Background: an optimization exercise with open tools, aiming at small area and a short achievable clock period. Do not read the settings as production practice.
At most, simulation tests tie the RTL to the original design; equivalence was not proved.
No functional check of the RTL was part of runs 1 and 2.
No activity file was given, so power comes from the tool's default toggle rates.

==> design/flow/design.v <==
module gust_engine (
    input  wire        clk,
    input  wire        rst,
    input  wire        reg_we,
    input  wire        reg_re,
    input  wire [6:0]  reg_addr,
    input  wire [31:0] reg_wdata,
    output reg  [31:0] reg_rdata,
    input  wire [31:0] pin_in,
    output reg  [31:0] out_val,
    output reg  [31:0] out_en,
    input  wire [31:0] stime,
    input  wire        brz_pulse,
    input  wire [7:0]  brz_chan,
    output reg         sig_valid,
    output reg  [7:0]  sig_chan,
    output reg         ev_fault,
    output reg         ev_line_err,
    output wire        tx_req,
    output wire        rx_req
);
    function [31:0] lowmask;
        input [5:0] n;
        begin
            lowmask = n[5] ? 32'hFFFF_FFFF : ((32'd1 << n[4:0]) - 32'd1);
        end
    endfunction
    function [31:0] rev32;
        input [31:0] v;
        integer i;
        begin
            for (i = 0; i < 32; i = i + 1)
                rev32[i] = v[31 - i];
        end
    endfunction
    function [7:0] bitrev8;
        input [7:0] v;
        integer i;
        begin
            for (i = 0; i < 8; i = i + 1)
                bitrev8[i] = v[7 - i];
        end
    endfunction
    function [15:0] rec_crc;
        input [111:0] r;
        begin
            rec_crc[0] = ^(r & 112'h7d0581572d4f859b040b1c581911) ^ 1'b0;
            rec_crc[1] = ^(r & 112'hfa0b02ae5a9f0b36081638b03222) ^ 1'b1;
            rec_crc[2] = ^(r & 112'hf416055cb53e166c102c71606444) ^ 1'b0;
            rec_crc[3] = ^(r & 112'he82c0ab96a7c2cd82058e2c0c888) ^ 1'b1;
            rec_crc[4] = ^(r & 112'hd0581572d4f859b040b1c5819110) ^ 1'b0;
            rec_crc[5] = ^(r & 112'hddb5abb284bf36fb8568975b3b31) ^ 1'b1;
            rec_crc[6] = ^(r & 112'hbb6b5765097e6df70ad12eb67662) ^ 1'b1;
            rec_crc[7] = ^(r & 112'h76d6aeca12fcdbee15a25d6cecc4) ^ 1'b0;
            rec_crc[8] = ^(r & 112'hedad5d9425f9b7dc2b44bad9d988) ^ 1'b1;
            rec_crc[9] = ^(r & 112'hdb5abb284bf36fb8568975b3b310) ^ 1'b0;
            rec_crc[10] = ^(r & 112'hb6b5765097e6df70ad12eb676620) ^ 1'b0;
            rec_crc[11] = ^(r & 112'h6d6aeca12fcdbee15a25d6cecc40) ^ 1'b1;
            rec_crc[12] = ^(r & 112'ha7d0581572d4f859b040b1c58191) ^ 1'b0;
            rec_crc[13] = ^(r & 112'h4fa0b02ae5a9f0b36081638b0322) ^ 1'b1;
            rec_crc[14] = ^(r & 112'h9f416055cb53e166c102c7160644) ^ 1'b0;
            rec_crc[15] = ^(r & 112'h3e82c0ab96a7c2cd82058e2c0c88) ^ 1'b1;
        end
    endfunction
    function [15:0] red48;
        input [47:0] u;
        begin
            red48[0] = ^(u & 48'h1c5819110001);
            red48[1] = ^(u & 48'h38b032220002);
            red48[2] = ^(u & 48'h716064440004);
            red48[3] = ^(u & 48'he2c0c8880008);
            red48[4] = ^(u & 48'hc58191100010);
            red48[5] = ^(u & 48'h975b3b310020);
            red48[6] = ^(u & 48'h2eb676620040);
            red48[7] = ^(u & 48'h5d6cecc40080);
            red48[8] = ^(u & 48'hbad9d9880100);
            red48[9] = ^(u & 48'h75b3b3100200);
            red48[10] = ^(u & 48'heb6766200400);
            red48[11] = ^(u & 48'hd6cecc400800);
            red48[12] = ^(u & 48'hb1c581911000);
            red48[13] = ^(u & 48'h638b03222000);
            red48[14] = ^(u & 48'hc71606444000);
            red48[15] = ^(u & 48'h8e2c0c888000);
        end
    endfunction
    localparam [15:0] LCRC_INIT = 16'h84cf;    
    reg [2047:0] pmf;
    reg [15:0] div_int;
    reg [7:0]  div_frac;
    reg [5:0]  wrap_top, wrap_bot, start_pc;
    reg [4:0]  in_pos, out_pos;
    reg [5:0]  win_count;
    reg [7:0]  win_base;
    reg [1:0]  link_a, link_b;
    reg [4:0]  len_a_f, len_b_f, side_pos;
    reg [3:0]  rx_wm, tx_wm;
    reg [15:0] src_base;
    reg [127:0] side_f;
    reg        line_err_f, rx_drop_f, rx_under_f, tx_over_f, illegal_f;
    reg [31:0] errcnt;
    reg        en, halted;
    reg [16:0] cnt;
    reg [7:0]  kstep;
    reg        div_restart_p, restart_p;
    reg [5:0]  pc;
    reg        stalled;
    reg [31:0] ir;
    reg [4:0]  dcnt;
    reg        tgt_v;
    reg [5:0]  tgt;
    reg [31:0] sa, sb, x, y;
    reg [5:0]  ca, cb;
    reg [15:0] lcrc;           
    reg [31:0] stamp;
    reg        stamp_v;
    reg [15:0] loops;
    reg        brz_seen;
    reg [31:0] sync1, sync2;
    reg [255:0] txf, rxf;
    reg [2:0]  tx_rd, tx_wr, rx_rd, rx_wr;
    reg [3:0]  tx_cnt, rx_cnt;
    wire [5:0] len_a = {len_a_f == 5'd0, len_a_f};
    wire [5:0] len_b = {len_b_f == 5'd0, len_b_f};
    wire tx_empty = (tx_cnt == 4'd0);
    wire rx_full  = rx_cnt[3];
    wire [3:0] tx_wm_e = (tx_wm == 4'd0) ? 4'd1 : tx_wm;
    wire [3:0] rx_wm_e = (rx_wm == 4'd0) ? 4'd1 : rx_wm;
    assign tx_req = (4'd8 - tx_cnt) >= tx_wm_e;
    assign rx_req = rx_cnt >= rx_wm_e;
    wire [31:0] pins = sync2 & lowmask(win_count);
    wire [31:0] tx_head = txf[tx_rd*32 +: 32];
    wire [31:0] rx_head = rxf[rx_rd*32 +: 32];
    wire hi_sp    = reg_addr[6];
    wire wr_prog  = reg_we && !reg_addr[6];
    wire wr_ctrl  = reg_we && (reg_addr == 7'h40);
    wire wr_div   = reg_we && (reg_addr == 7'h41);
    wire wr_pc    = reg_we && (reg_addr == 7'h42);
    wire wr_win   = reg_we && (reg_addr == 7'h43);
    wire wr_cfg   = reg_we && (reg_addr == 7'h44);
    wire wr_src   = reg_we && (reg_addr == 7'h45);
    wire wr_stat  = reg_we && (reg_addr == 7'h46);
    wire wr_err   = reg_we && (reg_addr == 7'h47);
    wire wr_outv  = reg_we && (reg_addr == 7'h4A);
    wire wr_oute  = reg_we && (reg_addr == 7'h4B);
    wire wr_txf   = reg_we && (reg_addr[6:2] == 5'b10011);
    wire wr_side  = reg_we && (reg_addr[6:2] == 5'b10101);
    wire wr_go    = reg_we && (reg_addr == 7'h59);
    wire rd_rxf   = reg_re && (reg_addr[6:2] == 5'b10100);
    wire do_step = en && (cnt == 17'd0);
    reg [31:0] wf;
    integer    q;
    always @(*) begin
        wf = 32'd0;
        for (q = 0; q < 64; q = q + 1)
            wf = wf | ({32{pc == q[5:0]}} & pmf[q*32 +: 32]);
    end
    wire [31:0] w = stalled ? ir : wf;
    wire issue = !stalled;
    wire [3:0] typ = w[31:28];
    reg        illegal;
    reg        done;
    reg        br_taken;
    reg [7:0]  kk;
    reg [16:0] interval;
    reg [5:0]  n_pc;
    reg        n_stalled;
    reg [31:0] n_ir;
    reg [4:0]  n_dcnt;
    reg        n_tgt_v;
    reg [5:0]  n_tgt;
    reg [31:0] n_sa, n_sb, n_x, n_y;
    reg [5:0]  n_ca, n_cb;
    reg [15:0] n_lcrc;
    reg [31:0] n_stamp;
    reg        n_stamp_v;
    reg [15:0] n_loops;
    reg        n_brz_seen;
    reg [31:0] n_out_val, n_out_en;
    reg        s_halt, s_rx_drop, s_line_err, s_sig;
    reg [16:0] n_cnt;
    reg [7:0]  n_kstep;
    reg        s_restart_done;
    reg        tx_pop;
    reg        rx_push1, rx_push4;
    reg [31:0] rx_pw0;
    reg        r_sel;
    reg [31:0] rv;
    reg [5:0]  rc, rlen;
    reg [1:0]  rlink;
    reg        push;
    reg [31:0] d;
    reg [31:0] cval;
    reg        hit_now;
    reg [7:0]  side_ent;
    reg [31:0] side_mask, side_val;
    reg        pin_bit;
    integer    i;
    reg [63:0]  value;
    reg [15:0]  source;
    reg [31:0]  stamp_use;
    reg [111:0] rec;
    reg [15:0]  crc;
    always @(*) begin
        case (w[18:17])
            2'd0: value = {32'd0, sb};
            2'd1: begin
                if (cb == 6'd0)
                    value = 64'd0;
                else if (sb[cb - 6'd1])
                    value = {32'hFFFF_FFFF, sb | ~lowmask(cb)};
                else
                    value = {32'd0, sb & lowmask(cb)};
            end
            2'd2: value = {x, sb};
            default: value = {32'd0, x};
        endcase
        stamp_use = stamp_v ? stamp : stime;
        source = src_base + {8'd0, w[7:0]};
        for (i = 0; i < 8; i = i + 1)
            rec[111 - 8*i -: 8] = value[8*i +: 8];
        for (i = 0; i < 4; i = i + 1)
            rec[47 - 8*i -: 8] = stamp_use[8*i +: 8];
        rec[15:8] = source[7:0];
        rec[7:0]  = source[15:8];
        crc = rec_crc(rec);
    end
    wire        sh_sel  = w[16];
    wire [31:0] sh_rv   = sh_sel ? sb : sa;
    wire [5:0]  sh_rc   = sh_sel ? cb : ca;
    wire [5:0]  sh_rlen = sh_sel ? len_b : len_a;
    wire [1:0]  sh_link = sh_sel ? link_b : link_a;
    wire [5:0]  n       = {w[4:0] == 5'd0, w[4:0]};
    wire [31:0] lmn     = lowmask(n);
    wire        need_tx = (sh_link == 2'd1) && (sh_rc == 6'd0);
    wire [31:0] rv1     = need_tx ? tx_head : sh_rv;
    wire [5:0]  rc1     = need_tx ? sh_rlen : sh_rc;
    wire [5:0]  csum_w  = sh_rc + n;
    wire [5:0]  csum    = (csum_w > 6'd32) ? 6'd32 : csum_w;
    reg  [31:0] s;
    always @(*) begin
        case (w[15:13])
            3'd0: s = (pins >> in_pos) & lmn;
            3'd2: s = x & lmn;
            3'd3: s = y & lmn;
            default: s = 32'd0;
        endcase
    end
    reg  [31:0] f_hi, f_lo;
    reg  [5:0]  f_amt;
    always @(*) begin
        case (w[18:17])
            2'b11: begin f_hi = rv1;   f_lo = 32'd0; f_amt = 6'd32 + rc1 - n; end
            2'b10: begin f_hi = 32'd0; f_lo = rv1;   f_amt = n;                end
            2'b01: begin f_hi = sh_rv; f_lo = 32'd0; f_amt = 6'd32 - n;        end
            default: begin f_hi = s;   f_lo = 32'd0; f_amt = 6'd32 - sh_rc;    end
        endcase
    end
    wire [63:0] f_all = {f_hi, f_lo} >> f_amt;
    wire [31:0] fsh   = f_all[31:0];
    wire        is_drive = (w[31:28] == 4'h2);
    wire [31:0] o_src = is_drive ? {24'd0, w[7:0]} : ((w[17] ? fsh : rv1) & lmn);
    wire [4:0]  o_pos = is_drive ? w[17:13] : out_pos;
    wire [5:0]  o_len = is_drive ? ({3'd0, w[10:8]} + 6'd1) : n;
    wire [5:0]  o_end = {1'b0, o_pos} + o_len;
    wire [31:0] odata = o_src << o_pos;
    wire [31:0] omask = lowmask(o_end) & ~lowmask({1'b0, o_pos});
    wire [4:0]  m = 5'd0 - w[4:0];
    wire [47:0] u = ({lcrc, (w[17] ? 32'd0 : rev32(s))} >> m) | (w[17] ? {16'd0, s} : 48'd0);
    always @(*) begin
        n_pc = pc; n_stalled = stalled; n_ir = ir; n_dcnt = dcnt;
        n_tgt_v = tgt_v; n_tgt = tgt;
        n_sa = sa; n_sb = sb; n_x = x; n_y = y; n_ca = ca; n_cb = cb;
        n_lcrc = lcrc; n_stamp = stamp; n_stamp_v = stamp_v;
        n_loops = loops; n_brz_seen = brz_seen;
        n_out_val = out_val; n_out_en = out_en;
        s_halt = 1'b0; s_rx_drop = 1'b0; s_line_err = 1'b0; s_sig = 1'b0;
        s_restart_done = 1'b0;
        n_cnt = cnt; n_kstep = kstep;
        tx_pop = 1'b0; rx_push1 = 1'b0; rx_push4 = 1'b0; rx_pw0 = 32'd0;
        illegal = 1'b0; done = 1'b0; br_taken = 1'b0;
        kk = 8'd0; interval = 17'd0;
        r_sel = 1'b0; rv = 32'd0; rc = 6'd0; rlen = 6'd32; rlink = 2'd0;
        d = 32'd0; i = 0;
        push = 1'b0; cval = 32'd0; hit_now = 1'b0;
        side_ent = 8'd0; side_mask = 32'd0; side_val = 32'd0; pin_bit = 1'b0;
        if (en && !do_step && stalled && dcnt == 5'd0 &&
            ir[31:28] == 4'h3 && ir[18:17] == 2'd1) begin
            if (brz_pulse && brz_chan == ir[15:8])
                n_brz_seen = 1'b1;
        end
        if (en && !do_step)
            n_cnt = cnt - 17'd1;
        if (do_step) begin
            kk = div_restart_p ? 8'd0 : kstep;
            interval = {div_int == 16'd0, div_int}
                     + ((bitrev8(kk) < div_frac) ? 17'd1 : 17'd0);
            n_cnt = interval - 17'd1;
            n_kstep = kk + 8'd1;
            if (restart_p) begin
                s_restart_done = 1'b1;
            end else if (dcnt != 5'd0) begin
                n_dcnt = dcnt - 5'd1;
                if (dcnt == 5'd1) begin
                    if (tgt_v)
                        n_pc = tgt;
                    else if (pc == wrap_top) begin
                        n_pc = wrap_bot;
                        n_loops = loops + 16'd1;
                    end else
                        n_pc = pc + 6'd1;
                    n_tgt_v = 1'b0;
                end
            end else begin
                case (typ)
                    4'h1: illegal = (w[15:13] > 3'd4) || (w[15:13] == 3'd1 && !w[18]);
                    4'h2: illegal = 1'b0;
                    4'h3: illegal = (w[18:17] == 2'd3);
                    4'h4: illegal = (w[18:15] > 4'd12) || (w[14:13] == 2'd3);
                    4'h5, 4'h6, 4'h7, 4'h8, 4'h9: illegal = 1'b0;
                    default: illegal = 1'b1;
                endcase
                if (illegal) begin
                    s_halt = 1'b1;
                    n_stalled = 1'b0;
                end else begin
                    if (issue) begin
                        side_ent = side_f[{w[22:19], 3'b000} +: 8];
                        for (i = 0; i < 4; i = i + 1) begin
                            if (side_ent[4+i] && ({1'b0, side_pos} + i) < 6'd32) begin
                                side_mask[side_pos + i] = 1'b1;
                                side_val[side_pos + i] = side_ent[i];
                            end
                        end
                    end
                    pin_bit = pins[w[12:8]];
                    case (typ)
                        4'h1: begin
                            r_sel = w[16];
                            rv    = r_sel ? sb : sa;
                            rc    = r_sel ? cb : ca;
                            rlen  = r_sel ? len_b : len_a;
                            rlink = r_sel ? link_b : link_a;
                            if (w[18]) begin
                                done = !(need_tx && tx_empty);
                                if (done) begin
                                    tx_pop = need_tx;
                                    d = (w[17] ? fsh : rv1) & lmn;
                                    rv = w[17] ? rv1 : fsh;
                                    rc = (rc1 > n) ? (rc1 - n) : 6'd0;
                                    if (r_sel) begin n_sb = rv; n_cb = rc; end
                                    else       begin n_sa = rv; n_ca = rc; end
                                    case (w[15:13])
                                        3'd0: n_out_val = (out_val & ~omask) | (odata & omask);
                                        3'd1: n_out_en  = (out_en  & ~omask) | (odata & omask);
                                        3'd2: n_x = d;
                                        3'd3: n_y = d;
                                        default: ;
                                    endcase
                                end
                            end else begin
                                push = (rlink == 2'd2) && (csum >= rlen);
                                done = !(push && rx_full);
                                if (done) begin
                                    if (w[15:13] == 3'd0)
                                        n_lcrc = red48(u);
                                    if (w[17])
                                        rv = fsh | s;
                                    else
                                        rv = (rv & ~(lowmask(csum) & ~lowmask(rc))) | fsh;
                                    rc = csum;
                                    if (push) begin
                                        rx_push1 = 1'b1;
                                        rx_pw0 = rv;
                                        rv = 32'd0;
                                        rc = 6'd0;
                                    end
                                    if (r_sel) begin n_sb = rv; n_cb = rc; end
                                    else       begin n_sa = rv; n_ca = rc; end
                                end
                            end
                        end
                        4'h2: begin
                            done = 1'b1;
                            if (w[18]) n_out_en  = (out_en  & ~omask) | (odata & omask);
                            else       n_out_val = (out_val & ~omask) | (odata & omask);
                        end
                        4'h3: begin
                            case (w[18:17])
                                2'd0: done = (pin_bit == w[16]);
                                2'd1: begin
                                    hit_now = brz_pulse && (brz_chan == w[15:8]);
                                    if (issue) begin
                                        done = 1'b0;
                                        n_brz_seen = hit_now;
                                    end else begin
                                        done = brz_seen;
                                        n_brz_seen = brz_seen | hit_now;
                                    end
                                end
                                default: begin
                                    cval = w[8] ? y : x;
                                    if (cval == 32'd0)
                                        done = 1'b1;
                                    else begin
                                        done = 1'b0;
                                        if (w[8]) n_y = y - 32'd1;
                                        else      n_x = x - 32'd1;
                                    end
                                end
                            endcase
                        end
                        4'h4: begin
                            done = 1'b1;
                            case (w[18:15])
                                4'd0:  br_taken = 1'b1;
                                4'd1:  br_taken = (x == 32'd0);
                                4'd2:  br_taken = (x != 32'd0);
                                4'd3:  br_taken = (y == 32'd0);
                                4'd4:  br_taken = (y != 32'd0);
                                4'd5:  br_taken = (x == y);
                                4'd6:  br_taken = (x != y);
                                4'd7:  br_taken = pin_bit;
                                4'd8:  br_taken = !pin_bit;
                                4'd9:  br_taken = tx_empty;
                                4'd10: br_taken = rx_full;
                                4'd11: br_taken = (ca == 6'd0);
                                default: br_taken = (cb >= len_b);
                            endcase
                            if (w[14:13] == 2'd1) n_x = x - 32'd1;
                            if (w[14:13] == 2'd2) n_y = y - 32'd1;
                        end
                        4'h5: begin
                            done = 1'b1;
                            case (w[17:16])
                                2'd0: cval = {16'd0, w[15:0]};
                                2'd1: cval = (w[18] ? y : x) - 32'd1;
                                2'd2: cval = {w[15:0], (w[18] ? y[15:0] : x[15:0])};
                                default: cval = w[18] ? x : y;
                            endcase
                            if (w[18]) n_y = cval;
                            else       n_x = cval;
                        end
                        4'h6: begin
                            done = 1'b1;
                            r_sel = w[14];
                            rc    = r_sel ? cb : ca;
                            rlen  = r_sel ? len_b : len_a;
                            if (!w[15] && w[16] &&
                                (w[18] ? (rc != 6'd0) : (rc < rlen))) begin
                            end else if (w[18]) begin
                                if (tx_empty) begin
                                    done = !w[17];
                                end else begin
                                    tx_pop = 1'b1;
                                    case (w[15:14])
                                        2'd0: begin n_sa = tx_head; n_ca = len_a; end
                                        2'd1: begin n_sb = tx_head; n_cb = len_b; end
                                        2'd2: n_x = tx_head;
                                        default: n_y = tx_head;
                                    endcase
                                end
                            end else begin
                                if (rx_full && w[17]) begin
                                    done = 1'b0;
                                end else begin
                                    if (rx_full)
                                        s_rx_drop = 1'b1;
                                    else begin
                                        rx_push1 = 1'b1;
                                        case (w[15:14])
                                            2'd0: rx_pw0 = sa;
                                            2'd1: rx_pw0 = sb;
                                            2'd2: rx_pw0 = x;
                                            default: rx_pw0 = y;
                                        endcase
                                    end
                                    if (w[15:14] == 2'd0) begin n_sa = 32'd0; n_ca = 6'd0; end
                                    if (w[15:14] == 2'd1) begin n_sb = 32'd0; n_cb = 6'd0; end
                                end
                            end
                        end
                        4'h7: begin
                            done = 1'b1;
                            s_sig = 1'b1;
                        end
                        4'h8: begin
                            if (w[18]) begin
                                done = !rx_full;
                                if (done) begin
                                    rx_push1 = 1'b1;
                                    rx_pw0 = stime;
                                end
                            end else begin
                                done = 1'b1;
                                n_stamp = stime;
                                n_stamp_v = 1'b1;
                            end
                        end
                        default: begin
                            if (w[16] && lcrc != 16'h0000) begin
                                done = 1'b1;
                                s_line_err = 1'b1;
                            end else begin
                                done = !rx_cnt[3] && !(rx_cnt[2] && rx_cnt[1:0] != 2'd0);
                                if (done) begin
                                    rx_push4 = 1'b1;
                                    rx_pw0 = value[31:0];
                                end
                            end
                            if (done) begin
                                n_sb = 32'd0;
                                n_cb = 6'd0;
                                n_lcrc = LCRC_INIT;
                                n_stamp_v = 1'b0;
                            end
                        end
                    endcase
                    n_out_val = (n_out_val & ~side_mask) | (side_val & side_mask);
                    if (done) begin
                        n_stalled = 1'b0;
                        if (w[27:23] == 5'd0) begin
                            if (br_taken)
                                n_pc = w[5:0];
                            else if (pc == wrap_top) begin
                                n_pc = wrap_bot;
                                n_loops = loops + 16'd1;
                            end else
                                n_pc = pc + 6'd1;
                        end else begin
                            n_dcnt = w[27:23];
                            n_tgt_v = br_taken;
                            n_tgt = w[5:0];
                        end
                    end else begin
                        n_stalled = 1'b1;
                        n_ir = w;
                    end
                end
            end
        end
    end
    always @(*) begin
        case (reg_addr)
            7'h40: reg_rdata = {31'd0, en};
            7'h41: reg_rdata = {8'd0, div_int, div_frac};
            7'h42: reg_rdata = {10'd0, wrap_top, 2'd0, wrap_bot, 2'd0, start_pc};
            7'h43: reg_rdata = {3'd0, in_pos, 3'd0, out_pos, 2'd0, win_count, win_base};
            7'h44: reg_rdata = {link_b, link_a, len_b_f, len_a_f, side_pos, rx_wm, tx_wm, 5'd0};
            7'h45: reg_rdata = {16'd0, src_base};
            7'h46: reg_rdata = {2'd0, pc, 1'b0,
                                halted ? 3'd4 : !en ? 3'd0 : (dcnt != 5'd0) ? 3'd3 :
                                stalled ? 3'd2 : 3'd1,
                                rx_cnt, tx_cnt, 6'd0,
                                line_err_f, rx_drop_f, rx_under_f, tx_over_f, illegal_f, 1'b0};
            7'h47: reg_rdata = errcnt;
            7'h48: reg_rdata = x;
            7'h49: reg_rdata = y;
            7'h4A: reg_rdata = out_val;
            7'h4B: reg_rdata = out_en;
            7'h50, 7'h51, 7'h52, 7'h53: reg_rdata = (rx_cnt == 4'd0) ? 32'd0 : rx_head;
            7'h54, 7'h55, 7'h56, 7'h57: reg_rdata = side_f[reg_addr[1:0]*32 +: 32];
            7'h58: reg_rdata = {16'd0, loops};
            default: reg_rdata = 32'd0;
        endcase
    end
    wire start_go   = wr_go && reg_wdata[0];
    wire stop_go    = wr_go && reg_wdata[1] && !reg_wdata[0];
    wire ctrl_start = wr_ctrl && reg_wdata[0] && !en;
    wire any_start  = start_go || ctrl_start;
    wire restart_now = (wr_ctrl && reg_wdata[1] && !en) || (restart_p && !en);
    wire restart_any = restart_now || s_restart_done;
    wire tx_push_ok  = wr_txf && (tx_cnt != 4'd8);
    wire rx_pop_ok   = rd_rxf && (rx_cnt != 4'd0);
    wire fifo_clr    = wr_ctrl && reg_wdata[2];
    wire [31:0] pm_d = rst ? 32'd0 : reg_wdata;
    wire [2:0] rx_base = fifo_clr ? 3'd0 : rx_wr;
    reg  [127:0] rx_rot;
    reg  [7:0]  rx_we;
    integer k;
    always @(*) begin
        for (k = 0; k < 4; k = k + 1) begin
            case ((k[1:0] - rx_base[1:0]) & 2'd3)
                2'd0: rx_rot[k*32 +: 32] = rx_pw0;
                2'd1: rx_rot[k*32 +: 32] = value[63:32];
                2'd2: rx_rot[k*32 +: 32] = stamp_use;
                default: rx_rot[k*32 +: 32] = {crc, source};
            endcase
        end
        for (k = 0; k < 8; k = k + 1)
            rx_we[k] = (rx_push1 && k[2:0] == rx_base) ||
                       (rx_push4 && ((k[2:0] - rx_base) & 3'd7) < 3'd4);
    end
    always @(posedge clk) begin
        for (k = 0; k < 64; k = k + 1)
            if (rst || (wr_prog && reg_addr[5:0] == k[5:0]))
                pmf[k*32 +: 32] <= pm_d;
        for (k = 0; k < 8; k = k + 1) begin
            if (tx_push_ok && tx_wr == k[2:0])
                txf[k*32 +: 32] <= reg_wdata;
            if (rx_we[k])
                rxf[k*32 +: 32] <= rx_rot[k[1:0]*32 +: 32];
        end
    end
    always @(posedge clk) begin
        if (rst) begin
            side_f <= 128'd0;
            div_int <= 16'd1; div_frac <= 8'd0;
            wrap_top <= 6'h3F; wrap_bot <= 6'd0; start_pc <= 6'd0;
            in_pos <= 5'd0; out_pos <= 5'd0; win_count <= 6'd0; win_base <= 8'd0;
            link_a <= 2'd0; link_b <= 2'd0; len_a_f <= 5'd0; len_b_f <= 5'd0;
            side_pos <= 5'd0; rx_wm <= 4'd1; tx_wm <= 4'd1;
            src_base <= 16'd0;
            line_err_f <= 1'b0; rx_drop_f <= 1'b0; rx_under_f <= 1'b0;
            tx_over_f <= 1'b0; illegal_f <= 1'b0;
            errcnt <= 32'd0;
            en <= 1'b0; halted <= 1'b0; cnt <= 17'd0; kstep <= 8'd0;
            div_restart_p <= 1'b0; restart_p <= 1'b0;
            pc <= 6'd0; stalled <= 1'b0; ir <= 32'd0; dcnt <= 5'd0;
            tgt_v <= 1'b0; tgt <= 6'd0;
            sa <= 32'd0; sb <= 32'd0; x <= 32'd0; y <= 32'd0; ca <= 6'd0; cb <= 6'd0;
            lcrc <= LCRC_INIT; stamp <= 32'd0; stamp_v <= 1'b0; loops <= 16'd0;
            brz_seen <= 1'b0;
            sync1 <= 32'd0; sync2 <= 32'd0;
            out_val <= 32'd0; out_en <= 32'd0;
            sig_valid <= 1'b0; sig_chan <= 8'd0; ev_fault <= 1'b0; ev_line_err <= 1'b0;
            tx_rd <= 3'd0; tx_wr <= 3'd0; tx_cnt <= 4'd0;
            rx_rd <= 3'd0; rx_wr <= 3'd0; rx_cnt <= 4'd0;
        end else begin
            sync1 <= pin_in;
            sync2 <= sync1;
            pc <= n_pc; stalled <= n_stalled; ir <= n_ir; dcnt <= n_dcnt;
            tgt_v <= n_tgt_v; tgt <= n_tgt;
            sa <= n_sa; sb <= n_sb; x <= n_x; y <= n_y; ca <= n_ca; cb <= n_cb;
            lcrc <= n_lcrc; stamp <= n_stamp; stamp_v <= n_stamp_v;
            loops <= n_loops; brz_seen <= n_brz_seen;
            out_val <= n_out_val; out_en <= n_out_en;
            cnt <= n_cnt; kstep <= n_kstep;
            if (do_step) div_restart_p <= 1'b0;
            sig_valid   <= s_sig;
            if (s_sig) sig_chan <= w[7:0];
            ev_fault    <= s_halt;
            ev_line_err <= s_line_err;
            if (s_halt) begin
                en <= 1'b0;
                halted <= 1'b1;
            end
            if (restart_any) begin
                pc <= start_pc;
                sa <= 32'd0; sb <= 32'd0; x <= 32'd0; y <= 32'd0;
                ca <= 6'd0; cb <= 6'd0; loops <= 16'd0;
                lcrc <= LCRC_INIT; stamp_v <= 1'b0;
                stalled <= 1'b0; dcnt <= 5'd0; tgt_v <= 1'b0;
                brz_seen <= 1'b0;
                halted <= 1'b0;
                restart_p <= 1'b0;
            end
            if (wr_ctrl && reg_wdata[1] && en)
                restart_p <= 1'b1;
            if (s_halt) illegal_f <= 1'b1;
            else if (wr_stat && reg_wdata[1]) illegal_f <= 1'b0;
            if (s_rx_drop) rx_drop_f <= 1'b1;
            else if (wr_stat && reg_wdata[4]) rx_drop_f <= 1'b0;
            if (s_line_err) line_err_f <= 1'b1;
            else if (wr_stat && reg_wdata[5]) line_err_f <= 1'b0;
            if (rd_rxf && rx_cnt == 4'd0) rx_under_f <= 1'b1;
            else if (wr_stat && reg_wdata[3]) rx_under_f <= 1'b0;
            if (wr_txf && tx_cnt == 4'd8) tx_over_f <= 1'b1;
            else if (wr_stat && reg_wdata[2]) tx_over_f <= 1'b0;
            if (wr_err)
                errcnt <= reg_wdata;
            else if (s_line_err && errcnt != 32'hFFFF_FFFF)
                errcnt <= errcnt + 32'd1;
            if (wr_ctrl) begin
                if (!s_halt) en <= reg_wdata[0];
                if (reg_wdata[3]) div_restart_p <= 1'b1;
            end
            if (any_start && !s_halt) begin
                en <= 1'b1;
                cnt <= 17'd0;
                loops <= 16'd0;
                halted <= 1'b0;
            end
            if (start_go) begin
                kstep <= 8'd0;
                div_restart_p <= 1'b0;
            end
            if (stop_go)
                en <= 1'b0;
            if (wr_div) begin
                div_int <= reg_wdata[23:8];
                div_frac <= reg_wdata[7:0];
            end
            if (wr_pc) begin
                wrap_top <= reg_wdata[21:16];
                wrap_bot <= reg_wdata[13:8];
                start_pc <= reg_wdata[5:0];
            end
            if (!en) begin
                if (wr_win && reg_wdata[13:8] <= 6'd32) begin
                    in_pos <= reg_wdata[28:24];
                    out_pos <= reg_wdata[20:16];
                    win_count <= reg_wdata[13:8];
                    win_base <= reg_wdata[7:0];
                end
                if (wr_cfg && reg_wdata[31:30] != 2'd3 && reg_wdata[29:28] != 2'd3 &&
                    reg_wdata[12:9] <= 4'd8 && reg_wdata[8:5] <= 4'd8) begin
                    link_b <= reg_wdata[31:30];
                    link_a <= reg_wdata[29:28];
                    len_b_f <= reg_wdata[27:23];
                    len_a_f <= reg_wdata[22:18];
                    side_pos <= reg_wdata[17:13];
                    rx_wm <= reg_wdata[12:9];
                    tx_wm <= reg_wdata[8:5];
                end
                if (wr_src) src_base <= reg_wdata[15:0];
                if (wr_outv) out_val <= reg_wdata;
                if (wr_oute) out_en <= reg_wdata;
                if (wr_side) side_f[reg_addr[1:0]*32 +: 32] <= reg_wdata;
            end
            if (fifo_clr) begin
                tx_rd <= 3'd0; tx_wr <= 3'd0; tx_cnt <= 4'd0;
            end else begin
                if (tx_push_ok)
                    tx_wr <= tx_wr + 3'd1;
                if (tx_pop)
                    tx_rd <= tx_rd + 3'd1;
                tx_cnt <= tx_cnt + (tx_push_ok ? 4'd1 : 4'd0) - (tx_pop ? 4'd1 : 4'd0);
            end
            if (fifo_clr) begin
                rx_rd <= 3'd0;
                rx_wr <= rx_push4 ? 3'd4 : {2'd0, rx_push1};
                rx_cnt <= rx_push4 ? 4'd4 : {3'd0, rx_push1};
            end else begin
                rx_wr <= rx_wr + (rx_push4 ? 3'd4 : {2'd0, rx_push1});
                if (rx_pop_ok)
                    rx_rd <= rx_rd + 3'd1;
                rx_cnt <= rx_cnt + (rx_push4 ? 4'd4 : {3'd0, rx_push1}) - (rx_pop_ok ? 4'd1 : 4'd0);
            end
        end
    end
endmodule
==> design/flow/run.sh <==
#!/bin/bash
# synth_recipe.tcl (not shown) runs the flow's synth.tcl, then flattens the netlist and writes it again
# the make line also repeats each setting of config.mk as NAME=value (left out here)
make -C /OpenROAD-flow-scripts/flow DESIGN_CONFIG=/design/flow/config.mk WORK_HOME=/design/flow/orfs CLKGATE_MAP_FILE= SYNTH_SCRIPT=/design/flow/synth_recipe.tcl finish
==> design/flow/config.mk <==
export PLATFORM = sky130hd
export DESIGN_NAME = gust_engine
export DESIGN_NICKNAME = gust_engine
export VERILOG_FILES = /design/flow/design.v
export SDC_FILE = /design/flow/constraint.sdc
export NUM_CORES = 8
export LEC_CHECK = 0
export ABC_CLOCK_PERIOD_IN_PS = 4000
export CAP_MARGIN = 40
export CORE_MARGIN = 2
export CORE_UTILIZATION = 50
export SETUP_SLACK_MARGIN = 5
export SLEW_MARGIN = 30
==> design/flow/constraint.sdc <==
create_clock -name core_clock -period 16.0 [get_ports {clk}]
set_input_delay 3.2000 -clock core_clock [delete_from_list [all_inputs] [get_ports {clk}]]
set_output_delay 3.2000 -clock core_clock [all_outputs]
set_load 0.01 [all_outputs]
==> results of run 1 <==
[worst max-delay path by stage]
stage / from / to / slack [ns]
after floorplan: pc[0]$_SDFFE_PP0P_ / rxf[64]$_DFFE_PP_ / 6.13
after global placement: pc[2]$_SDFFE_PP0P_ / loops[6]$_SDFFE_PP0P_ / 3.52
after detailed placement: pc[1]$_SDFFE_PP0P_ / loops[6]$_SDFFE_PP0P_ / 3.92
after CTS: pc[2]$_SDFFE_PP0P_ / loops[6]$_SDFFE_PP0P_ / 4.89
after global routing: pc[2]$_SDFFE_PP0P_ / out_val[20]$_SDFF_PP0_ / 4.97
final: pc[1]$_SDFFE_PP0P_ / rxf[104]$_DFFE_PP_ / 4.69
[what timing repair did]
action / 4_1_cts / 5_1_grt
hold endpoints to repair: 0 / 0
endpoints found under the setup margin: 635 / 639
hold buffers: 0 / 0
buffers inserted: 27 / 28
resized for setup: 43 / 62
pin swaps: 11 / 16
[critical path, cell delays in order (launching register included)]
cell	delay (ns)
dfxtp_1	0.47
inv_1	0.15
ha_2	0.19
buf_4	0.27
nand3_2	0.38
nor2_4	0.26
buf_4	0.38
a22oi_1	0.27
and4_1	0.71
nand3_1	0.81
o21ai_4	0.56
buf_4	0.48
buf_4	0.52
mux2i_2	0.67
o22ai_1	0.37
a221oi_1	0.65
o21ai_2	0.35
o211ai_1	0.47
nand2_1	0.21
a22oi_1	0.62
a32oi_1	0.43
a221oi_2	0.62
o21ai_0	0.18
nand2_1	0.46
a211oi_1	0.15
a221o_1	0.32
[per-layer routing]
metal  track usage (%)  vias up
met2             75.47    17752
met3             22.51     5138
met4             52.35       70
li1                  -    65637
met5            0.6016        -
met1             64.34    81878
[cell type report]
class	count	area, sq um	share of cell area [%]
Antenna cell	100	250.2	0.1238
Clock buffer	444	9106	4.503
Clock inverter	180	1961	0.9696
Inverter	193	737.0	0.3644
Multi-Input combinational cell	12074	81660	40.38
Sequential cell	3279	91300	45.15
Tap cell	4620	5781	2.859
Timing Repair Buffer	1286	11420	5.648
[synth_stat cells (145+ instances only)]
cell      number
a22oi_1      933
mux2i_1      584
dfxtp_1      719
nor2_1      1535
clkbuf_1    1004
xor2_1       190
nand2_1     1525
o21ai_0      833
a21oi_1     1053
ha_1         145
a31oi_1      174
o211ai_1     155
nor3_1       332
buf_2        155
nor2b_1      150
nand4_1      244
a221oi_1     210
nand3_1      592
inv_1        172
mux4_2       180
a211oi_1     288
xnor2_1      604
buf_1        148
and3_1       348
edfxtp_1    2560
[power groups by stage]
stage | combinational (mW) | clock (mW) | sequential [mW]
final | 4.36 | 8.06 | 9.84
after global routing | 4.34 | 8.31 | 9.86
after CTS | 4.02 | 7.99 | 9.83
after detailed placement | 3.99 | 0 | 10.0
after global placement | 3.93 | 0 | 9.99
after floorplan | 2.24 | 0 | 9.98
[kinds of logic (layout without fill, tap and decap cells)]
group	Yosys count	after routing	share of synthesized area, %
other	0	100	0
AO/OA/AOI/OAI	4939	4939	19.16
flip-flops	3279	3279	51.74
buffers and inverters	1556	2103	3.596
XOR/XNOR	795	795	3.955
multiplexers	853	853	6.189
AND/OR/NAND/NOR	5331	5331	14.20
adder cells (fa/ha/maj)	156	156	1.153
[per-stage QoR]
step | worst slack, ns | cells
after floorplan | 6.132 | 16909
after global placement | 3.519 | 21206
after detailed placement | 3.921 | 21350
after CTS | 4.893 | 22001
after global routing | 4.967 | 22083
final | 4.687 | 22176
[flip-flops by register name, indices dropped and copies added, names as in the netlist, 16 cells and up]
| name | cells |
|---|---|
| x | 32 |
| txf | 256 |
| loops | 16 |
| errcnt | 32 |
| side_f | 128 |
| sync1 | 32 |
| lcrc | 16 |
| ir | 32 |
| stamp | 32 |
| sb | 32 |
| sync2 | 32 |
| src_base | 16 |
| rxf | 256 |
| div_int | 16 |
| out_en | 32 |
| pmf | 2048 |
| out_val | 32 |
| cnt | 17 |
| sa | 32 |
| y | 32 |
==> metrics.csv, run 1 <==
metric,value,unit
internal_power,15.38,mW
r2r_slack,4.69,ns
synth_warnings,1,
arrival,12.03,ns
worstMarginPinSlew,1.212,ns
core,0.3519,sq mm
r2r_cells,25,
power_leakage,68.90,nW
swShare,30.88,%
drive_gt1_share,13.86,%
dr_wl_met2,404.4,mm
synth.area.top_cells,"edfxtp_1 (44%), dfxtp_1 (8.2%), a22oi_1 (4.0%)",
synthCells,16909,
start_kind,flop,
synth_seq_cells,3279,
routed_wl,1016,mm
fillCellCount,29921,
relSlewSlack,19.21,%
ys.flop_type,edfxtp_1,
final_nets,17447,
final_util,57.47,%
grt_first_pass_wirelength,1339,mm
reg2reg_to,rxf[104]$_DFFE_PP_,
hold_depth,1,
rsz0062_at_grt,true,
dpl.hpwl,700.1,mm
timing.rr.start,pc[1]$_SDFFE_PP0P_,
postPlaceCellArea,0.1895,sq mm
p_total,22.26,mW
yosysTopAreaCell,edfxtp_1,
layout_common_cells,"edfxtp_1 (2560), nand2_1 (1514), nor2_1 (1443)",
first_pass_iters,14,
async_flop_share,0,%
fp.dieH,598.0,um
via_count,170475,
worst_setup_path_end_kind,flop,
worst-path-max-fanout,33,
wl_met1,330.5,mm
ys_types,132,
drv_cap,0,
yosysTopAreaCellShare,43.58,%
required,16.71,ns
met3WireLength,159.0,mm
insertion_delay,1.04,ns
maxClockFrequency,88.39,MHz
root_buffer,clkbuf_16,
syn-num-nets,17181,
finalSetupTns,0,ns
htreeDepth,5,
postRouteAntennaNets,0,
clk_pin_slew,0.06,ns
overflow,0,
io_buffers,224,
slew_viol_final,0,
grtUsageTotal,54.92,%
grt_antenna_before_repair,140,
grt_max_degree,156,
die_x,598.0,um
hp-start,sync1[10]$_SDFF_PP0_,
sequentialPowerShare,44.2,%
netSwitchingPower,6.872,mW
stdcell_area,0.2022,sq mm
synth_edf_count,2560,
syn_area,0.1764,sq mm
min_path_type,reg -> reg,
dieArea,0.3576,sq mm
gp_congestion,1.153,
drt_iter0_drc,35062,
vias_per_cell,7.687,
hold_viol,0,
start_util,50.13,%
cts_buffers,341,
fp-row-count,218,
io_pins,225,
yosysSeqAreaShare,51.74,%
ir_drop,0.1779,mV
period_share,70.71,%
cts_tree,yes,
cts.path.max_buffers,4,
pwr-share-comb,19.6,%
path_class,reg -> reg,
drc_errors,0,
area.growth.synth_to_final,14.64,%
routed.top_layer,met5,
whs,0.4329,ns
grt_pass1_vias,152737,
wl_per_cell,45.80,um
power.density,110.1,mW/mm^2
final_common_cell,edfxtp_1,
fin_skew,0.1307,ns
clkPwrFrac,36.2,%
min_to,sync2[10]$_SDFF_PP0_,
status,finished clean,
clock_sinks,3279,
setup_viol,0,
avgSynthCellArea,10.43,sq um
timing.final.crit_period,11.31,ns
==> run 2, diff against run 1 <==
--- a/design/flow/design.v
+++ b/design/flow/design.v
@@ -105,2 +105,3 @@
     reg [5:0]  pc;
+    reg [63:0] pc_oh;          
     reg        stalled;
@@ -154,3 +155,3 @@
         for (q = 0; q < 64; q = q + 1)
-            wf = wf | ({32{pc == q[5:0]}} & pmf[q*32 +: 32]);
+            wf = wf | ({32{pc_oh[q]}} & pmf[q*32 +: 32]);
     end
@@ -233,3 +234,10 @@
     wire [31:0] lmn     = lowmask(n);
-    wire        need_tx = (sh_link == 2'd1) && (sh_rc == 6'd0);
+    wire        nt_a    = (link_a == 2'd1) && (ca == 6'd0);
+    wire        nt_b    = (link_b == 2'd1) && (cb == 6'd0);
+    wire        need_tx = sh_sel ? nt_b : nt_a;
+    wire [5:0]  kd_a    = (ca >= len_a) ? 6'd0 : (len_a - ca);
+    wire [5:0]  kd_b    = (cb >= len_b) ? 6'd0 : (len_b - cb);
+    wire        pa      = (link_a == 2'd2) && (n >= kd_a) && !(ca[5] && n[5]);
+    wire        pb      = (link_b == 2'd2) && (n >= kd_b) && !(cb[5] && n[5]);
+    wire        in_push = sh_sel ? pb : pa;
     wire [31:0] rv1     = need_tx ? tx_head : sh_rv;
@@ -260,3 +268,2 @@
     wire        is_drive = (w[31:28] == 4'h2);
-    wire [31:0] o_src = is_drive ? {24'd0, w[7:0]} : ((w[17] ? fsh : rv1) & lmn);
     wire [4:0]  o_pos = is_drive ? w[17:13] : out_pos;
@@ -264,4 +271,20 @@
     wire [5:0]  o_end = {1'b0, o_pos} + o_len;
-    wire [31:0] odata = o_src << o_pos;
     wire [31:0] omask = lowmask(o_end) & ~lowmask({1'b0, o_pos});
+    wire [5:0]  ko_a  = 6'd32 + (nt_a ? len_a : ca) - {1'b0, out_pos};
+    wire [5:0]  ko_b  = 6'd32 + (nt_b ? len_b : cb) - {1'b0, out_pos};
+    wire [5:0]  ro_amt = is_drive ? (6'd32 - {1'b0, w[17:13]}) :
+                         w[17]    ? ((sh_sel ? ko_b : ko_a) - n) :
+                                    (6'd32 - {1'b0, out_pos});
+    wire [63:0] ro_src = is_drive ? {24'd0, w[7:0], 32'd0} : {rv1, 32'd0};
+    reg  [63:0] ro_r;
+    always @(*) begin
+        ro_r = ro_src;
+        if (ro_amt[0]) ro_r = {ro_r[0],    ro_r[63:1]};
+        if (ro_amt[1]) ro_r = {ro_r[1:0],  ro_r[63:2]};
+        if (ro_amt[2]) ro_r = {ro_r[3:0],  ro_r[63:4]};
+        if (ro_amt[3]) ro_r = {ro_r[7:0],  ro_r[63:8]};
+        if (ro_amt[4]) ro_r = {ro_r[15:0], ro_r[63:16]};
+        if (ro_amt[5]) ro_r = {ro_r[31:0], ro_r[63:32]};
+    end
+    wire [31:0] odata = ro_r[31:0];
     wire [4:0]  m = 5'd0 - w[4:0];
@@ -360,3 +383,3 @@
                             end else begin
-                                push = (rlink == 2'd2) && (csum >= rlen);
+                                push = in_push;
                                 done = !(push && rx_full);
@@ -592,22 +615,60 @@
     end
-    always @(posedge clk) begin
-        for (k = 0; k < 64; k = k + 1)
-            if (rst || (wr_prog && reg_addr[5:0] == k[5:0]))
-                pmf[k*32 +: 32] <= pm_d;
+    reg [2047:0] pmf_d;
+    reg [255:0]  txf_d, rxf_d;
+    reg [63:0]   pm_en;
+    reg [7:0]    tx_en;
+    always @(*) begin
+        for (k = 0; k < 64; k = k + 1) begin
+            pm_en[k] = rst || (wr_prog && reg_addr[5:0] == k[5:0]);
+            pmf_d[k*32 +: 32] = (pmf[k*32 +: 32] & {32{!pm_en[k]}}) | (pm_d & {32{pm_en[k]}});
+        end
         for (k = 0; k < 8; k = k + 1) begin
-            if (tx_push_ok && tx_wr == k[2:0])
-                txf[k*32 +: 32] <= reg_wdata;
-            if (rx_we[k])
-                rxf[k*32 +: 32] <= rx_rot[k[1:0]*32 +: 32];
+            tx_en[k] = tx_push_ok && tx_wr == k[2:0];
+            txf_d[k*32 +: 32] = (txf[k*32 +: 32] & {32{!tx_en[k]}}) | (reg_wdata & {32{tx_en[k]}});
+            rxf_d[k*32 +: 32] = (rxf[k*32 +: 32] & {32{!rx_we[k]}}) | (rx_rot[k[1:0]*32 +: 32] & {32{rx_we[k]}});
         end
     end
+    wire [31:0] div_d = rst ? 32'h0000_0100 : reg_wdata;
+    wire [31:0] pcr_d = rst ? 32'h003F_0000 : reg_wdata;
+    wire [31:0] cfg_d = rst ? 32'h0000_0220 : reg_wdata;
+    wire        win_ok = reg_wdata[13:8] <= 6'd32;
+    wire        cfg_ok = reg_wdata[31:30] != 2'd3 && reg_wdata[29:28] != 2'd3 &&
+                         reg_wdata[12:9] <= 4'd8 && reg_wdata[8:5] <= 4'd8;
+    always @(posedge clk) begin
+        if (rst || wr_div) begin
+            div_int <= div_d[23:8];
+            div_frac <= div_d[7:0];
+        end
+        if (rst || wr_pc) begin
+            wrap_top <= pcr_d[21:16];
+            wrap_bot <= pcr_d[13:8];
+            start_pc <= pcr_d[5:0];
+        end
+        if (rst || (!en && wr_win && win_ok)) begin
+            in_pos <= pm_d[28:24];
+            out_pos <= pm_d[20:16];
+            win_count <= pm_d[13:8];
+            win_base <= pm_d[7:0];
+        end
+        if (rst || (!en && wr_cfg && cfg_ok)) begin
+            link_b <= cfg_d[31:30];
+            link_a <= cfg_d[29:28];
+            len_b_f <= cfg_d[27:23];
+            len_a_f <= cfg_d[22:18];
+            side_pos <= cfg_d[17:13];
+            rx_wm <= cfg_d[12:9];
+            tx_wm <= cfg_d[8:5];
+        end
+        if (rst || (!en && wr_src)) src_base <= pm_d[15:0];
+        for (k = 0; k < 4; k = k + 1)
+            if (rst || (!en && wr_side && reg_addr[1:0] == k[1:0]))
+                side_f[k*32 +: 32] <= pm_d;
+    end
+    always @(posedge clk) begin
+        pmf <= pmf_d;
+        txf <= txf_d;
+        rxf <= rxf_d;
+    end
     always @(posedge clk) begin
         if (rst) begin
-            side_f <= 128'd0;
-            div_int <= 16'd1; div_frac <= 8'd0;
-            wrap_top <= 6'h3F; wrap_bot <= 6'd0; start_pc <= 6'd0;
-            in_pos <= 5'd0; out_pos <= 5'd0; win_count <= 6'd0; win_base <= 8'd0;
-            link_a <= 2'd0; link_b <= 2'd0; len_a_f <= 5'd0; len_b_f <= 5'd0;
-            side_pos <= 5'd0; rx_wm <= 4'd1; tx_wm <= 4'd1;
-            src_base <= 16'd0;
             line_err_f <= 1'b0; rx_drop_f <= 1'b0; rx_under_f <= 1'b0;
@@ -617,3 +678,3 @@
             div_restart_p <= 1'b0; restart_p <= 1'b0;
-            pc <= 6'd0; stalled <= 1'b0; ir <= 32'd0; dcnt <= 5'd0;
+            pc <= 6'd0; pc_oh <= 64'd1; stalled <= 1'b0; ir <= 32'd0; dcnt <= 5'd0;
             tgt_v <= 1'b0; tgt <= 6'd0;
@@ -639,3 +700,3 @@
             sig_valid   <= s_sig;
-            if (s_sig) sig_chan <= w[7:0];
+            sig_chan    <= s_sig ? w[7:0] : 8'd0;
             ev_fault    <= s_halt;
@@ -646,2 +707,3 @@
             end
+            pc_oh <= 64'd1 << (restart_any ? start_pc : n_pc);
             if (restart_any) begin
@@ -688,32 +750,5 @@
                 en <= 1'b0;
-            if (wr_div) begin
-                div_int <= reg_wdata[23:8];
-                div_frac <= reg_wdata[7:0];
-            end
-            if (wr_pc) begin
-                wrap_top <= reg_wdata[21:16];
-                wrap_bot <= reg_wdata[13:8];
-                start_pc <= reg_wdata[5:0];
-            end
             if (!en) begin
-                if (wr_win && reg_wdata[13:8] <= 6'd32) begin
-                    in_pos <= reg_wdata[28:24];
-                    out_pos <= reg_wdata[20:16];
-                    win_count <= reg_wdata[13:8];
-                    win_base <= reg_wdata[7:0];
-                end
-                if (wr_cfg && reg_wdata[31:30] != 2'd3 && reg_wdata[29:28] != 2'd3 &&
-                    reg_wdata[12:9] <= 4'd8 && reg_wdata[8:5] <= 4'd8) begin
-                    link_b <= reg_wdata[31:30];
-                    link_a <= reg_wdata[29:28];
-                    len_b_f <= reg_wdata[27:23];
-                    len_a_f <= reg_wdata[22:18];
-                    side_pos <= reg_wdata[17:13];
-                    rx_wm <= reg_wdata[12:9];
-                    tx_wm <= reg_wdata[8:5];
-                end
-                if (wr_src) src_base <= reg_wdata[15:0];
                 if (wr_outv) out_val <= reg_wdata;
                 if (wr_oute) out_en <= reg_wdata;
-                if (wr_side) side_f[reg_addr[1:0]*32 +: 32] <= reg_wdata;
             end
==> design/flow/flow/run.sh (new file) <==
#!/bin/bash
# Own flow: the standard synthesis unchanged, then the standard layout
# (standard.sh) with a tighter target for ORFS's setup repair. The SDC, clock
# period and constraints are the design's; only the repair margin changes.
set -euo pipefail
MARGIN=8.5
bash standard.sh synth > synth.log 2>&1
bash standard.sh SETUP_SLACK_MARGIN=$MARGIN finish > layout.log 2>&1
==> design/flow/standard.sh (new file) <==
#!/bin/bash
# synth_recipe.tcl (not shown) runs the flow's synth.tcl, then flattens the netlist and writes it again
# the make line also repeats each setting of config.mk as NAME=value (left out here)
make -C /OpenROAD-flow-scripts/flow DESIGN_CONFIG=/design/flow/config.mk WORK_HOME=/design/flow/orfs CLKGATE_MAP_FILE= SYNTH_SCRIPT=/design/flow/synth_recipe.tcl "${@:-finish}"
--- a/design/flow/config.mk
+++ b/design/flow/config.mk
@@ -7,7 +7,7 @@
 export LEC_CHECK = 0
-export ABC_CLOCK_PERIOD_IN_PS = 4000
 export CAP_MARGIN = 40
 export CORE_MARGIN = 2
-export CORE_UTILIZATION = 50
-export SETUP_SLACK_MARGIN = 5
+export CORE_UTILIZATION = 40
+export CTS_BUF_LIST = sky130_fd_sc_hd__clkbuf_8
+export CTS_CLUSTER_SIZE = 24
 export SLEW_MARGIN = 30
removed: design/flow/run.sh
==> run 2 against run 1 <==
Count of clock-buffer cells in the layout rose by 162. Sequential share of layout area fell by 0.054 points. Sequential power rose by 5%. Total power rose by 7.9%. Largest cell class unchanged. Highest routed layer unchanged.
==> metrics.csv, run 2 <==
metric,value,unit
status,finished clean,
grt_antenna_before_repair,97,
period_share,55.70,%
worst-path-max-fanout,7,
async_flop_share,0,%
drc_errors,0,
power.density,113.9,mW/mm^2
cts_buffers,563,
syn-num-nets,16483,
min_path_type,reg -> reg,
rsz0062_at_grt,true,
grt_first_pass_wirelength,1360,mm
ys.flop_type,edfxtp_1,
dp.cells,21933,
arrival,5.71,ns
start_kind,primary input,
internal_power,15.65,mW
instances_no_fill,23344,
drive_gt1_share,18.68,%
avgSynthCellArea,10.99,sq um
cts.path.max_buffers,4,
first_pass_iters,10,
relSlewSlack,26.34,%
io_pins,225,
setup_viol,0,
final_common_cell,edfxtp_1,
drt_iter0_drc,32844,
root_buffer,clkbuf_8,
synth_warnings,1,
drv_cap,0,
fin_ws,7.088,ns
hold_viol,0,
netSwitchingPower,8.364,mW
yosysMostFrequentCell,edfxtp_1,
pwr-share-comb,25.7,%
core,0.4421,sq mm
fp-row-count,244,
swShare,34.83,%
yosysSeqAreaShare,53.37,%
vias_per_cell,7.200,
timing.final.crit_period,8.912,ns
slew_viol_final,0,
routed_wl,1044,mm
insertion_delay,1.28,ns
synthTopCellsByCount,"edfxtp_1 (2797), nand2_1 (1471), nor2_1 (1154)",
clk_pin_slew,0.06,ns
pre_cts_slack,5.773,ns
fin_skew,0.1238,ns
yosysTopAreaCell,edfxtp_1,
power_leakage,72.63,nW
ys_types,133,
die_x,670.8,um
finalSetupTns,0,ns
ir_drop,0.1002,mV
grtUsageTotal,44.11,%
cts_tree,yes,
fp.dieH,670.8,um
gp_congestion,1.100,
dieArea,0.4499,sq mm
maxClockFrequency,112.2,MHz
clock_sinks,3343,
p_total,24.01,mW
cts.hold.buffers_added,0,
wl_per_cell,44.73,um
syn_area,0.1778,sq mm
area.growth.synth_to_final,18.56,%
htreeDepth,6,
required,12.80,ns
postRouteAntennaNets,0,
grt_pass1_vias,150579,
overflow,0,
yosysTopAreaCellShare,47.23,%
synth_seq_cells,3343,
synth_edf_count,2797,
worst_setup_path_end_kind,output port,
start_util,40.23,%
clkPwrFrac,31.6,%
io_buffers,224,
synth.area.top_cells,"edfxtp_1 (47%), dfxtp_1 (6.1%), a22oi_1 (3.6%)",
synthCells,16175,
sequentialPowerShare,42.7,%
grt_max_degree,134,
final_nets,17248,
worstMarginPinSlew,1.105,ns
dpl.hpwl,707.1,mm
layout_common_cells,"edfxtp_1 (2797), nand2_1 (1452), nor2_1 (1096)",
via_count,168078,
path_class,in -> out,
-- run 2: changes by cell type after synthesis, moves of 119 or more --
cell	change
nor2_1	-381
edfxtp_1	+237
clkbuf_1	-213
nand3_1	-211
and3_1	-204
dfxtp_1	-173
buf_2	+125
a22o_1	+119
-- run 2: kinds of logic after synthesis --
| logic type | count (synthesis) | share of synthesized area (%) |
|---|---|---|
| AOI/OAI and AO/OA | 5108 | 20.18 |
| adders and majority gates | 192 | 1.418 |
| muxes | 778 | 5.760 |
| xor gates and xnor gates | 814 | 4.106 |
| DFF | 3343 | 53.37 |
| buffers and inverters | 1483 | 3.411 |
| and+or+nand+nor | 4457 | 11.75 |
-- run 2: stage by stage --
stage,instance area (sq um),hold WS [ns],util [%]
finish,210800,0.4228,47.69
global route,210700,0.4300,47.66
CTS,207000,0.4178,46.82
detailed placement,192400,0.4212,43.53
global placement,190100,0.4224,42.99
floorplan,178500,0.4138,-
-- run 2: worst paths after layout --
path                          endpoint  cells past startpoint            startpoint  slack (ns)
setup reg to reg                  flop                     24  pc_oh[15]$_SDFF_PP0_        8.21
hold reg to reg   sync2[21]$_SDFF_PP0_                      1  sync1[21]$_SDFF_PP0_        0.42
hold / removal    sync2[21]$_SDFF_PP0_                      1  sync1[21]$_SDFF_PP0_        0.42
setup / recovery         reg_rdata[30]                      7           reg_addr[0]        7.09
-- run 2: final cells by class --
type,count,area [sq um]
repair buffers,1451,14980
inverters,230,895.9
well taps,5904,7387
flip-flops and latches,3343,95080
fillers,40569,231200
clock inverters,390,2278
clock buffers,606,8341
multi-input cells,11351,81700
diodes,69,172.7
-- run 2: power by group through the flow --
stage          Clock, mW  Combinational (mW)  Sequential, mW
2_1_floorplan          0                2.95            10.3
3_3_place_gp           0                5.30            10.4
3_5_place_dp           0                5.40            10.4
4_1_cts             7.52                5.63            10.2
5_1_grt             7.90                6.17            10.3
6_report            7.58                6.18            10.3
-- run 2: per-layer routing --
layer / global-route usage (%) / wire (um) / vias up
met5: 0.2657 / 811 / -
met2: 61.98 / 418900 / 16113
li1: - / - / 64649
met4: 36.64 / 110200 / 64
met3: 16.05 / 155300 / 4309
met1: 53.87 / 359000 / 82943
-- run 2: repair_timing --
action | in CTS | in global routing
pin swaps | 123 | 112
gates cloned | 18 | 22
buffers inserted | 140 | 128
gates resized for setup | 679 | 397
setup endpoints to repair | 819 | 720
-- run 2: critical path, cell delays in order --
cell,delay [ns]
buf_16,0.12
buf_12,0.14
buf_4,0.12
mux4_2,0.68
a222oi_1,0.86
o2111ai_2,0.32
buf_2,0.24
==> run 3, diff against run 2 <==
--- a/design/flow/design.v
+++ b/design/flow/design.v
@@ -203,2 +203,11 @@
     reg [15:0]  crc;
+    wire [8:0]  src_lo  = {1'b0, src_base[7:0]} + {1'b0, w[7:0]};
+    wire        src_c   = src_lo[8];
+    wire [7:0]  src_hi1 = src_base[15:8] + 8'd1;
+    wire [15:0] crc_k0  = rec_crc(112'd0);
+    wire [15:0] crc_lo  = rec_crc({96'd0, src_lo[7:0], 8'd0}) ^ crc_k0;
+    wire [15:0] crc_h0  = rec_crc({104'd0, src_base[15:8]}) ^ crc_k0;
+    wire [15:0] crc_h1  = rec_crc({104'd0, src_hi1}) ^ crc_k0;
+    wire [15:0] src_crc = crc_lo ^ (src_c ? crc_h1 : crc_h0);
+    reg  [111:0] rec_ns;
     always @(*) begin
@@ -218,3 +227,3 @@
         stamp_use = stamp_v ? stamp : stime;
-        source = src_base + {8'd0, w[7:0]};
+        source = {src_c ? src_hi1 : src_base[15:8], src_lo[7:0]};
         for (i = 0; i < 8; i = i + 1)
@@ -225,3 +234,4 @@
         rec[7:0]  = source[15:8];
-        crc = rec_crc(rec);
+        rec_ns = {rec[111:16], 16'd0};
+        crc = rec_crc(rec_ns) ^ src_crc;
     end
@@ -564,25 +574,40 @@
     end
+    wire [31:0] rd_40 = {31'd0, en};
+    wire [31:0] rd_41 = {8'd0, div_int, div_frac};
+    wire [31:0] rd_42 = {10'd0, wrap_top, 2'd0, wrap_bot, 2'd0, start_pc};
+    wire [31:0] rd_43 = {3'd0, in_pos, 3'd0, out_pos, 2'd0, win_count, win_base};
+    wire [31:0] rd_44 = {link_b, link_a, len_b_f, len_a_f, side_pos, rx_wm, tx_wm, 5'd0};
+    wire [31:0] rd_45 = {16'd0, src_base};
+    wire [31:0] rd_46 = {2'd0, pc, 1'b0,
+                         halted ? 3'd4 : !en ? 3'd0 : (dcnt != 5'd0) ? 3'd3 :
+                         stalled ? 3'd2 : 3'd1,
+                         rx_cnt, tx_cnt, 6'd0,
+                         line_err_f, rx_drop_f, rx_under_f, tx_over_f, illegal_f, 1'b0};
+    wire [31:0] rd_rx = (rx_cnt == 4'd0) ? 32'd0 : rx_head;
+    wire [31:0] rd_58 = {16'd0, loops};
+    wire        rd_g4 = (reg_addr[6:4] == 3'b100);
+    wire        rd_g5 = (reg_addr[6:4] == 3'b101);
+    reg  [15:0] rd_lo;
+    integer     r;
     always @(*) begin
-        case (reg_addr)
-            7'h40: reg_rdata = {31'd0, en};
-            7'h41: reg_rdata = {8'd0, div_int, div_frac};
-            7'h42: reg_rdata = {10'd0, wrap_top, 2'd0, wrap_bot, 2'd0, start_pc};
-            7'h43: reg_rdata = {3'd0, in_pos, 3'd0, out_pos, 2'd0, win_count, win_base};
-            7'h44: reg_rdata = {link_b, link_a, len_b_f, len_a_f, side_pos, rx_wm, tx_wm, 5'd0};
-            7'h45: reg_rdata = {16'd0, src_base};
-            7'h46: reg_rdata = {2'd0, pc, 1'b0,
-                                halted ? 3'd4 : !en ? 3'd0 : (dcnt != 5'd0) ? 3'd3 :
-                                stalled ? 3'd2 : 3'd1,
-                                rx_cnt, tx_cnt, 6'd0,
-                                line_err_f, rx_drop_f, rx_under_f, tx_over_f, illegal_f, 1'b0};
-            7'h47: reg_rdata = errcnt;
-            7'h48: reg_rdata = x;
-            7'h49: reg_rdata = y;
-            7'h4A: reg_rdata = out_val;
-            7'h4B: reg_rdata = out_en;
-            7'h50, 7'h51, 7'h52, 7'h53: reg_rdata = (rx_cnt == 4'd0) ? 32'd0 : rx_head;
-            7'h54, 7'h55, 7'h56, 7'h57: reg_rdata = side_f[reg_addr[1:0]*32 +: 32];
-            7'h58: reg_rdata = {16'd0, loops};
-            default: reg_rdata = 32'd0;
-        endcase
+        for (r = 0; r < 16; r = r + 1)
+            rd_lo[r] = (reg_addr[3:0] == r[3:0]);
+        reg_rdata = ({32{rd_g4 & rd_lo[0]}}  & rd_40)
+                  | ({32{rd_g4 & rd_lo[1]}}  & rd_41)
+                  | ({32{rd_g4 & rd_lo[2]}}  & rd_42)
+                  | ({32{rd_g4 & rd_lo[3]}}  & rd_43)
+                  | ({32{rd_g4 & rd_lo[4]}}  & rd_44)
+                  | ({32{rd_g4 & rd_lo[5]}}  & rd_45)
+                  | ({32{rd_g4 & rd_lo[6]}}  & rd_46)
+                  | ({32{rd_g4 & rd_lo[7]}}  & errcnt)
+                  | ({32{rd_g4 & rd_lo[8]}}  & x)
+                  | ({32{rd_g4 & rd_lo[9]}}  & y)
+                  | ({32{rd_g4 & rd_lo[10]}} & out_val)
+                  | ({32{rd_g4 & rd_lo[11]}} & out_en)
+                  | ({32{rd_g5 & (reg_addr[3:2] == 2'b00)}} & rd_rx)
+                  | ({32{rd_g5 & rd_lo[4]}}  & side_f[31:0])
+                  | ({32{rd_g5 & rd_lo[5]}}  & side_f[63:32])
+                  | ({32{rd_g5 & rd_lo[6]}}  & side_f[95:64])
+                  | ({32{rd_g5 & rd_lo[7]}}  & side_f[127:96])
+                  | ({32{rd_g5 & rd_lo[8]}}  & rd_58);
     end
--- a/design/flow/flow/run.sh
+++ b/design/flow/flow/run.sh
@@ -5,3 +5,3 @@
 set -euo pipefail
-MARGIN=8.5
+MARGIN=8
 bash standard.sh synth > synth.log 2>&1
==> run 3 against run 2 <==
Still clean on timing, DRC and antenna. Total power grew 1.8%. Combinational power grew 5.7%. Maximum frequency grew 5.0%. Die area shrank 1.2%. Wire length shrank 0.62%. Largest cell class unchanged.
==> metrics.csv, run 3 <==
metric,value,unit
dieArea,0.4444,sq mm
drt_iter0_drc,31388,
wl_met1,365.0,mm
crit_family,buffers and inverters,
syn-num-nets,16200,
whs,0.4306,ns
hp-start,sync1[15]$_SDFF_PP0_,
clock_sinks,3343,
async_flop_share,0,%
synthCells,15889,
grt_max_degree,117,
worstMarginPinSlew,1.067,ns
vias_per_cell,7.191,
power_leakage,71.41,nW
synth_warnings,1,
fp.dieH,666.7,um
cts.path.max_buffers,4,
routed_wl,1038,mm
min_path_type,reg -> reg,
worst_setup_path_end_kind,output port,
p_total,24.44,mW
met3WireLength,151.8,mm
cts_buffers,571,
cp_num_buf_inv,7,
via_count,164174,
start_kind,primary input,
synth_edf_count,2797,
fin_skew,0.1296,ns
dr_wl_met2,414.7,mm
grt_antenna_before_repair,108,
yosysMostFrequentCell,edfxtp_1,
dp.cells,21534,
grt_first_pass_wirelength,1355,mm
ir_drop,0.08811,mV
slew_viol_final,0,
rsz0062_at_grt,true,
final_nets,16883,
layout_common_cells,"edfxtp_1 (2797), nand2_1 (1413), nor2_1 (1049)",
yosysSeqAreaShare,54.04,%
io_buffers,224,
fp-row-count,243,
hold_viol,0,
ys_types,133,
area.growth.synth_to_final,17.72,%
postRouteAntennaNets,0,
start_util,40.15,%
synth_seq_cells,3343,
grtUsageTotal,44.94,%
cts_tree,yes,
drive_gt1_share,17.78,%
instances_no_fill,22830,
yosysTopAreaCell,edfxtp_1,
io_pins,225,
routed.top_layer,met5,
final_util,47.26,%
first_pass_iters,11,
crit_start,reg_addr[4],
root_buffer,clkbuf_8,
core,0.4375,sq mm
yosysTopAreaCellShare,47.82,%
path_class,in -> out,
crit_slowest_cell,or3b_4,
avgSynthCellArea,11.05,sq um
arrival,5.29,ns
period_share,53.07,%
setup_viol,0,
required,12.80,ns
gp_congestion,1.086,
ys.flop_type,edfxtp_1,
grt_pass1_vias,148713,
final_common_cell,edfxtp_1,
relSlewSlack,26.86,%
syn_area,0.1757,sq mm
wl_per_cell,45.45,um
crit_top_cell,buf_12,
htreeDepth,6,
path_cells,"buf_12, or3b_4, buf_12, buf_12, nor2_4, buf_6, buf_16, buf_4, a22oi_1, nand4_1, buf_2",
power.density,118.2,mW/mm^2
drc_errors,0,
timing.rr.start,pc_oh[16]$_SDFF_PP0_,
finalSetupTns,0,ns
synth.area.top_cells,"edfxtp_1 (48%), dfxtp_1 (6.2%), a22oi_1 (3.9%)",
critPathMaxStageDelay,0.44,ns
synthTopCellsByCount,"edfxtp_1 (2797), nand2_1 (1457), nor2_1 (1112)",
overflow,0,
worst-path-max-fanout,8,
drv_cap,0,
maxClockFrequency,117.8,MHz
status,finished clean,
dpl.hpwl,711.4,mm
clk_pin_slew,0.05,ns
insertion_delay,1.29,ns
die_x,666.7,um
timing.final.crit_period,8.491,ns
-- run 3: cell count changes in the layout (fill, tap and decap cells not counted), sizes merged, moves of 34 or more --
cell,change
xnor2,-37
mux2i,+34
a211oi,+54
o21ai,+49
a21o,-60
a22oi,+70
mux2,+38
o211ai,-47
buf,-95
xor2,+47
nor2,-40
a21oi,-95
-- run 3: timing repair --
| action | in CTS | in global routing |
|---|---|---|
| cloned | 16 | 4 |
| buffers inserted | 109 | 45 |
| gates resized for setup | 659 | 262 |
| endpoints found under the setup margin | 582 | 480 |
| pin swaps | 91 | 79 |
| hold buffers | 0 | 0 |
-- run 3: final cells by class --
class	count	area, sq um
Clock inverter	407	2479
Clock buffer	606	8341
Multi-Input combinational cell	11099	79440
Antenna cell	61	152.6
Inverter	221	873.3
Timing Repair Buffer	1336	13230
Sequential cell	3343	95070
Tap cell	5757	7203
Fill cell	39984	230700
-- run 3: cell families (layout without fill, tap and decap cells) --
family,after synthesis,after routing,synth area share [%]
other,0,61,0
adders and majority gates,195,195,1.457
and+or+nand+nor,4292,4293,11.33
muxes,819,819,5.881
DFF,3343,3343,54.04
AOI/OAI and AO/OA,4972,4972,19.81
xor gates and xnor gates,820,820,4.161
buffers and inverters,1448,2570,3.320
-- run 3: routing by layer --
metal / vias up / track usage, %
li1: 63388 / -
met1: 81421 / 55.86
met2: 15313 / 62.57
met3: 3976 / 16.58
met4: 76 / 35.68
met5: - / 0.04341
-- run 3: worst paths after layout --
check	end	slack [ns]	cells after the start
worst max-delay path	reg_rdata[0]	7.51	11
worst min-delay path	sync2[15]$_SDFF_PP0_	0.43	1
worst max register to register	y[26]$_SDFFE_PP0P_	7.82	23
worst min register to register	sync2[15]$_SDFF_PP0_	0.43	1
-- run 3: through the flow --
step | area [sq um] | setup slack, ns
2_1_floorplan | 175900 | 7.732
3_3_place_gp | 187800 | 5.321
3_5_place_dp | 189800 | 5.379
4_1_cts | 204200 | 7.548
5_1_grt | 206700 | 7.560
6_report | 206800 | 7.509
-- run 3: worst register-to-register path, stage by stage, from the launching register on --
cell and delay (ns):
dfxtp_2 0.32, buf_6 0.35, buf_6 0.41, a22o_1 0.24
a221oi_1 0.05, nand4_1 0.21, nor4_4 0.09, buf_4 0.15
a21oi_2 0.34, buf_4 0.47, ha_2 0.53, inv_1 0.23
nor3_1 0.90, o311a_1 0.58, o21ai_1 0.23, o221ai_2 0.43
a32oi_2 0.23, o21ai_0 0.38, mux2i_1 0.16, o211ai_1 0.41
nand2_1 0.35, a221oi_1 0.57, nor2_1 0.21, a21oi_1 0.18
-- run 3: power breakdown --
part           leakage (nW)  switching, mW  internal [mW]
clock                  6.22           3.84           3.79
combinational          34.2           4.60           1.93
sequential             31.0          0.244           10.0

static timing again, ports no longer ideal:
No port has a modelled driver above. Below, the same layouts with a new extraction and two added sets of constraints.
Step 1 sets driving cells, clkbuf_16 on the clock port and buf_2 on the other inputs (assumed; they add their load-dependent delay and slew).
Step 2 times the ports against the registers' clock, not the clock port: input delays grow and output delays shrink by t, the midpoint of the rising clock arrivals with the driver on.
a / b / c = no drivers / after step 1 / after step 2; a / b = the first two.
run	t, ns	setup slack, ns	latest minus earliest clock arrival (ns)	cell pins on the clock port's net
run 1	1.099	4.687 / 4.687 / 4.687	0.131 / 0.131	1
run 2	1.342	7.088 / 7.000 / 6.812	0.124 / 0.124	1
run 3	1.342	7.509 / 7.403 / 7.403	0.137 / 0.136	1
After both steps every run listed still meets setup and hold. For run 2, which loses most, drivers alone change the setup slack by -0.088 ns; drivers and shift together by -0.276 ns.
